This is an optimization exercise on Yosys and OpenROAD, whose aim is small area, a short achievable clock period and few clock cycles per item, not a production implementation. In this exercise RTL edits were held to simulation tests only and were not proved equivalent to the original.

==> flow/design.v <==
module recon_chain (
    input  wire         clk,
    input  wire         rst,           
    input  wire [17:0]  ped_hg,        
    input  wire [17:0]  ped_lg,
    input  wire [11:0]  dped_hg,       
    input  wire [11:0]  dped_lg,
    input  wire [15:0]  gr,            
    input  wire [13:0]  swcode,        
    input  wire [19:0]  tmin,          
    input  wire [143:0] a_taps,        
    input  wire [143:0] b_taps,        
    input  wire         in_valid,
    output wire         in_ready,
    input  wire [13:0]  in_hg,
    input  wire [13:0]  in_lg,
    output wire         out_valid,
    input  wire         out_ready,
    output wire [31:0]  out_record,
    output wire         out_tclip
);
    localparam [2:0] S_IDLE = 3'd0,
                     S_MAC  = 3'd1,
                     S_FIN  = 3'd2,
                     S_DIV  = 3'd3,
                     S_RND  = 3'd4,
                     S_OUT  = 3'd5;
    reg  [2:0]  state;
    reg  [2:0]  step;           
    reg  [13:0] hg_p, lg_p;     
    reg  [9:0]  top_hist;       
    reg  [2:0]  seen;           
    reg  signed [19:0] s_hist [0:7];    
    reg  [7:0]  lgu_hist;
    reg  [7:0]  satc_hist;              
    wire accept = in_valid && in_ready;
    wire signed [19:0] phg16 = $signed({2'b00, ped_hg}) + {{8{dped_hg[11]}}, dped_hg};
    wire signed [19:0] plg16 = $signed({2'b00, ped_lg}) + {{8{dped_lg[11]}}, dped_lg};
    wire in_top = (in_hg == 14'h3fff);
    wire win_top = in_top || (top_hist[8:0] != 9'd0);
    wire hg_ok = (hg_p < swcode) && !win_top;
    wire signed [19:0] dh = $signed({2'b00, hg_p, 4'b0000}) - phg16;
    wire signed [19:0] dl = $signed({2'b00, lg_p, 4'b0000}) - plg16;
    wire signed [15:0] dh_q = dh[19:4];
    wire [3:0]         dh_r = dh[3:0];
    wire               dh_up = (dh_r > 4'd8) || (dh_r == 4'd8 && dh_q[0]);
    wire signed [19:0] s_hg = {{4{dh_q[15]}}, dh_q} + (dh_up ? 20'sd1 : 20'sd0);
    wire signed [36:0] pl   = dl * $signed({1'b0, gr});
    wire signed [22:0] pl_q = pl[36:14];
    wire [13:0]        pl_r = pl[13:0];
    wire               pl_up = (pl_r > 14'h2000) || (pl_r == 14'h2000 && pl_q[0]);
    wire signed [23:0] s_lg = {pl_q[22], pl_q} + (pl_up ? 24'sd1 : 24'sd0);
    wire               lg_hi = (s_lg > 24'sd524287);
    wire               lg_lo = (s_lg < -24'sd524288);
    reg  signed [19:0] s_new;
    reg                lgu_new, clip_new;
    always @(*) begin
        if (hg_ok) begin
            s_new    = s_hg;
            lgu_new  = 1'b0;
            clip_new = 1'b0;
        end else if (lg_hi) begin
            s_new    = 20'sd524287;
            lgu_new  = 1'b1;
            clip_new = 1'b1;
        end else if (lg_lo) begin
            s_new    = -20'sd524288;
            lgu_new  = 1'b1;
            clip_new = 1'b1;
        end else begin
            s_new    = s_lg[19:0];
            lgu_new  = 1'b1;
            clip_new = 1'b0;
        end
    end
    wire               s_real   = (seen != 3'd0);
    wire signed [19:0] s_in     = s_real ? s_new : 20'sd0;
    wire               lgu_in   = s_real && lgu_new;
    wire               satc_in  = s_real && (clip_new || (lgu_new && lg_p == 14'h3fff));
    reg  signed [41:0] acc_e, acc_t;
    wire signed [17:0] a_m = a_taps[18*step +: 18];
    wire signed [17:0] b_m = b_taps[18*step +: 18];
    wire signed [19:0] s_m = s_hist[step];
    wire signed [37:0] pe  = a_m * s_m;
    wire signed [37:0] pt  = b_m * s_m;
    wire signed [27:0] ae_q  = acc_e[41:14];
    wire [13:0]        ae_r  = acc_e[13:0];
    wire               ae_up = (ae_r > 14'h2000) || (ae_r == 14'h2000 && ae_q[0]);
    wire signed [28:0] e_rnd = {ae_q[27], ae_q} + (ae_up ? 29'sd1 : 29'sd0);
    wire               e_neg = e_rnd[28];
    wire               e_big = !e_neg && (e_rnd > 29'sd1048575);
    wire [19:0]        e_fir = e_neg ? 20'd0 : (e_big ? 20'hfffff : e_rnd[19:0]);
    reg  [41:0] div_d;          
    reg  [42:0] div_r;          
    reg  [7:0]  div_q;
    wire [42:0] div_r2  = {div_r[41:0], 1'b0};
    wire        div_ge  = div_r2 >= {1'b0, div_d};
    wire [43:0] r_twice = {div_r, 1'b0};
    reg  [19:0] rec_e;
    reg  [7:0]  rec_t;
    reg         rec_sat, rec_lg, rec_tclip;
    reg         rec_zero;       
    assign in_ready   = (state == S_IDLE);
    assign out_valid  = (state == S_OUT);
    assign out_record = rec_zero ? 32'd0 : {rec_e, rec_t, rec_sat, rec_lg, 2'b00};
    assign out_tclip  = !rec_zero && rec_tclip;
    integer i;
    always @(posedge clk) begin
        if (rst) begin
            state     <= S_IDLE;
            step      <= 3'd0;
            hg_p      <= 14'd0;
            lg_p      <= 14'd0;
            top_hist  <= 10'd0;
            seen      <= 3'd0;
            lgu_hist  <= 8'd0;
            satc_hist <= 8'd0;
            for (i = 0; i < 8; i = i + 1)
                s_hist[i] <= 20'sd0;
            acc_e     <= 42'sd0;
            acc_t     <= 42'sd0;
            div_d     <= 42'd0;
            div_r     <= 43'd0;
            div_q     <= 8'd0;
            rec_e     <= 20'd0;
            rec_t     <= 8'd0;
            rec_sat   <= 1'b0;
            rec_lg    <= 1'b0;
            rec_tclip <= 1'b0;
            rec_zero  <= 1'b1;
        end else begin
            case (state)
            S_IDLE: if (accept) begin
                hg_p     <= in_hg;
                lg_p     <= in_lg;
                top_hist <= {top_hist[8:0], in_top};
                if (seen != 3'd6)
                    seen <= seen + 3'd1;
                for (i = 0; i < 7; i = i + 1)
                    s_hist[i] <= s_hist[i+1];
                s_hist[7] <= s_in;
                lgu_hist  <= {lgu_in, lgu_hist[7:1]};
                satc_hist <= {satc_in, satc_hist[7:1]};
                rec_zero  <= (seen < 3'd5);
                acc_e     <= 42'sd0;
                acc_t     <= 42'sd0;
                step      <= 3'd0;
                state     <= S_MAC;
            end
            S_MAC: begin
                acc_e <= acc_e + {{4{pe[37]}}, pe};
                acc_t <= acc_t + {{4{pt[37]}}, pt};
                step  <= step + 3'd1;
                if (step == 3'd7)
                    state <= S_FIN;
            end
            S_FIN: begin
                rec_e   <= e_fir;
                rec_sat <= (satc_hist != 8'd0) || e_big;
                rec_lg  <= (lgu_hist != 8'd0);
                div_d   <= acc_e;
                div_q   <= 8'd0;
                step    <= 3'd0;
                if (e_fir < tmin || acc_e <= 42'sd0) begin
                    rec_t     <= 8'd0;
                    rec_tclip <= 1'b0;
                    state     <= S_OUT;
                end else if (acc_t[41]) begin
                    rec_t     <= 8'd0;
                    rec_tclip <= ({1'b0, -acc_t, 9'd0} > {9'd0, acc_e});
                    state     <= S_OUT;
                end else if (acc_t >= acc_e) begin
                    rec_t     <= 8'hff;
                    rec_tclip <= 1'b1;
                    state     <= S_OUT;
                end else begin
                    div_r <= {1'b0, acc_t};
                    state <= S_DIV;
                end
            end
            S_DIV: begin
                div_r <= div_ge ? (div_r2 - {1'b0, div_d}) : div_r2;
                div_q <= {div_q[6:0], div_ge};
                step  <= step + 3'd1;
                if (step == 3'd7)
                    state <= S_RND;
            end
            S_RND: begin
                if (r_twice > {2'b00, div_d} || (r_twice == {2'b00, div_d} && div_q[0])) begin
                    if (div_q == 8'hff) begin
                        rec_t     <= 8'hff;
                        rec_tclip <= 1'b1;
                    end else begin
                        rec_t     <= div_q + 8'd1;
                        rec_tclip <= 1'b0;
                    end
                end else begin
                    rec_t     <= div_q;
                    rec_tclip <= 1'b0;
                end
                state <= S_OUT;
            end
            S_OUT: if (out_ready)
                state <= S_IDLE;
            default: state <= S_IDLE;
            endcase
        end
    end
endmodule
==> flow/run.sh <==
#!/bin/bash
# synth_recipe.tcl (not shown) runs the flow's synth.tcl, then flattens the netlist and writes it again
# the make line also repeats each setting of config.mk as NAME=value (left out here)
make -C /OpenROAD-flow-scripts/flow DESIGN_CONFIG=/design/flow/config.mk WORK_HOME=/design/flow/orfs CLKGATE_MAP_FILE= SYNTH_SCRIPT=/design/flow/synth_recipe.tcl finish
==> flow/config.mk <==
export PLATFORM = sky130hd
export DESIGN_NAME = recon_chain
export DESIGN_NICKNAME = recon_chain
export VERILOG_FILES = /design/flow/design.v
export SDC_FILE = /design/flow/constraint.sdc
export NUM_CORES = 4
export LEC_CHECK = 0
export CAP_MARGIN = 20
export CORE_MARGIN = 2
export CORE_UTILIZATION = 40
export PLACE_DENSITY = 0.6
export SLEW_MARGIN = 20
==> flow/constraint.sdc <==
create_clock -name core_clock -period 14.0 [get_ports {clk}]
set_input_delay 2.8000 -clock core_clock [delete_from_list [all_inputs] [get_ports {clk}]]
set_output_delay 2.8000 -clock core_clock [all_outputs]
set_load 0.01 [all_outputs]
==> flow_summary_export.csv <==
group,metric,value,unit
detailed_routing,drc,0,
synth,async_reset_ff_share,0,%
worst_setup_path,cp.arrival,13850,ps
detailed_routing,wirelength,236000,um
worst_setup_path,rr_worst_depth,40,
worst_setup_path,cp_common_cell,"fa_1",
global_route,antenna_found_initial,6,
sta,fin_skew,56.9,ps
global_route,grt_pass1_wl,366000,um
clock_tree,cts_resized,0,
floorplanning,core_area,0.176,mm2
floorplanning,start_util,40.4,%
worst_setup_path,r2r-start,"step[0]",
clock_tree,cts_made_buffers,54,
global_route,grt_usage,25.8,%
worst_hold_path,hold_path.class,"flop to flop",
floorplanning,placement_rows,154,
sta,tns,0,ps
worst_setup_path,critical_path_class,"primary input to flop",
cells_and_area,final_common_cell,"nand2_1",
global_route,grt_max_degree,207,
worst_hold_path,worst_hold_path.num_cells,2,
synth,ys_warn_count,2,
synth,yosysSeqAreaShare,12.1,%
sta,period_needed,13290,ps
synth,synthCells,8609,
placed_design,io_buffers,462,
sta,period_share,94.9,%
synth,synth_edf_count,0,
placed_design,place_congestion,0.943,
worst_setup_path,r2r-end,"acc_t[41]",
floorplanning,io_pins,465,
clock_tree,cts.hold.buffers_added,0,
floorplanning,die-height,426,um
sta,slew_headroom,19.2,%
worst_hold_path,min_to,"div_d[38]",
detailed_routing,ant_nets,0,
job,maxCapViolations,0,
detailed_routing,vias,61800,
detailed_routing,drt_iter0_markers,4780,
worst_setup_path,rrSetupSlack,760,ps
clock_tree,post_cts_buffers,0,
worst_hold_path,hold_start,"div_d[38]",
synth,synthFlopType,"dfxtp_1",
clock_tree,clk_latency,670,ps
clock_tree,htreeDepth,2,
worst_setup_path,end_kind,"flop",
worst_setup_path,cp.required,14560,ps
sta,slew_violations,0,
sta,max_freq,75.3,MHz
clock_tree,clkTransAtPathRegs,60,ps
cells_and_area,num-nets-final,11000,
worst_setup_path,cp_slowest_cell,"fa_1",
floorplanning,fp.dieArea,0.182,mm2
synth,synth_seq_cells,431,
worst_setup_path,crit_path_max_fanout,18,
clock_tree,cts_tree,"done",
floorplanning,die_w,426,um
cells_and_area,area.growth.synth_to_final,13.4,%
sta,tightest_slew,1180,ps
placed_design,dp.cells,11200,
worst_setup_path,cp-start-kind,"primary input",
clock_tree,cts-root-buf,"clkbuf_16",
sta,setup_viol,0,
sta,finalHoldViolations,0,
cells_and_area,mostFrequentLayoutCells,"nand2_1 (1522), inv_1 (1360), fa_1 (1076)",
detailed_routing,via_per_inst,5.47,
synth,synth_area,0.0713,mm2
clock_tree,max-clock-path-buffers,3,
synth,synth_cell_type_count,94,
sta,rsz0062_at_grt,"false",
run_status,outcome,"complete, no violations",
clock_tree,numClockSinks,431,
global_route,grt_pass1_vias,62400,
placed_design,post-dp-hpwl,193000,um
synth,synth.avg_cell_area,8.28,um2
cells_and_area,drive_gt1_share,5.41,%
worst_setup_path,critPathBufInv,10,
cells_and_area,fin_cells,11300,
worst_setup_path,path_delay_family,"adder cells",
detailed_routing,wire_per_inst,20.9,um
detailed_routing,drtPass1Iterations,6,
worst_setup_path,crit_path_max_incr_delay,610,ps
global_route,grt_overflow,0,
worst register-to-register path: cells and delay by family (launching register included):
kind                     cells  cell delay, ps
AO/OA/AOI/OAI                9            3780
XOR/XNOR                     1             210
adder cells (fa/ha/maj)      9            4290
buffers and inverters        6             830
flip-flops                   1             820
multiplexers                 1             290
AND/OR/NAND/NOR             14            2970
cell families (layout without fill, tap and decap cells):
kind of cell    count (synthesis)  count (layout)  share of synthesized area, %
simple gates                 2738            2738                          17.1
buf+inv                      1764            2111                          9.38
fa+ha+maj                    1653            1653                          40.4
compound gates               1548            1548                          13.6
flops                         431             431                          12.1
xor+xnor                      316             316                          3.88
mux                           158             158                          3.55
other cells                     1               6                       0.00526
worst max path at each step:
stage	slack (ps)	start	cells past startpoint	end
4_1_cts	510	ped_lg[1]	39	s_hist[7][7]
3_5_place_dp	-200	ped_lg[1]	39	s_hist[7][7]
3_3_place_gp	100	ped_lg[1]	41	s_hist[7][16]
5_1_grt	110	step[0]	42	acc_e[41]
2_1_floorplan	1200	ped_lg[2]	39	s_hist[7][1]
6_report	710	ped_lg[1]	44	s_hist[7][7]
synthesized netlist by cell type, types with 10 or more instances:
library cell	number	area (um2)
xnor2_1	207	1810
clkbuf_1	352	1320
buf_2	12	60.1
ha_1	577	7220
nand3b_1	10	75.1
dfxtp_1	431	8630
and2_1	183	1140
a211oi_1	59	443
o211ai_1	29	218
nand3_1	149	746
a21o_1	164	1230
a21oi_1	681	3410
nand2_1	1526	5730
or4_1	12	90.1
mux2i_1	48	480
nor3_1	81	405
a221oi_1	19	166
nor3b_1	11	82.6
fa_1	1076	21500
o21bai_1	33	248
o2111ai_1	12	105
a22oi_1	12	90.1
nand4_1	71	444
o31ai_1	43	323
a222oi_1	20	200
mux4_2	72	1620
inv_1	1361	5110
nor4_1	47	294
or3_1	31	194
a211o_1	16	140
nor2b_1	68	425
o21ai_1	30	150
nand2b_1	56	350
buf_1	30	113
o21a_1	65	488
xor2_1	109	955
mux2_2	38	428
nor2_1	403	1510
a22o_1	19	166
a31oi_1	35	219
and3_1	35	219
a21boi_0	13	97.6
o21ai_0	185	926
or2_2	24	150
routing by layer:
metal,track usage (%),up-vias,routed length (um)
li1,-,28500,-
met1,34.3,31100,98800
met2,43.5,1877,115000
met3,3.61,337,14800
met4,7.38,8,7270
met5,0,-,57
state kept, by name (all words and copies together), names as in the netlist, 9 cells and up:
register	cells
rec_e	20
acc_t	42
top_hist	9
hg_p	14
div_r	43
s_hist	160
acc_e	42
div_d	42
lg_p	14
layout make-up:
cell class	instances	area [um2]
Multi-Input combinational cell	6415	56100
Tap cell	2340	2930
Sequential cell	431	8640
Clock buffer	75	1560
Clock inverter	24	313
Timing Repair Buffer	651	6100
Antenna cell	4	10.0
Inverter	1361	5110
Fill cell	17500	95700
stage by stage:
stage / hold slack (ps) / util (%) / setup slack (ps) / instance area (um2)
floorplan: 432 / - / 1200 / 71300
global placement: 442 / 44.7 / 100 / 78800
detailed placement: 445 / 44.7 / -204 / 78900
CTS: 454 / 45.8 / 509 / 80800
global route: 468 / 45.8 / 110 / 80800
finish: 454 / 45.8 / 713 / 80800
Testbench counts, summed over its fixed seeds: cycles 18,220, items 1,280.

-- port drivers added, routing unchanged --
The results above use ideal ports. As a check the final layout listed here was re-extracted and re-timed, cells and wires unchanged. Step 1: set_driving_cell puts a clkbuf_16 on clk and a buf_2 on each other input, an assumption about the parent block. Step 2, shift: input delay + t, output delay - t, t = (earliest + latest rising clock arrival at the registers) / 2. This alone moves slack from input paths to output paths. a / b / c = no drivers / after step 1 / after step 2; a / b = the first two.
t (ns): 0.712
setup slack, ns: 0.713 / 0.757 / 0.047
hold WS [ns]: 0.454 / 0.454 / 0.454
worst setup path at the end: input to register
slew at the worst register clock pin (ns): 0.07 / 0.07
After both steps this run still meets setup and hold. The setup slack of this run moves by +0.044 ns with the drivers and by -0.666 ns with both steps.
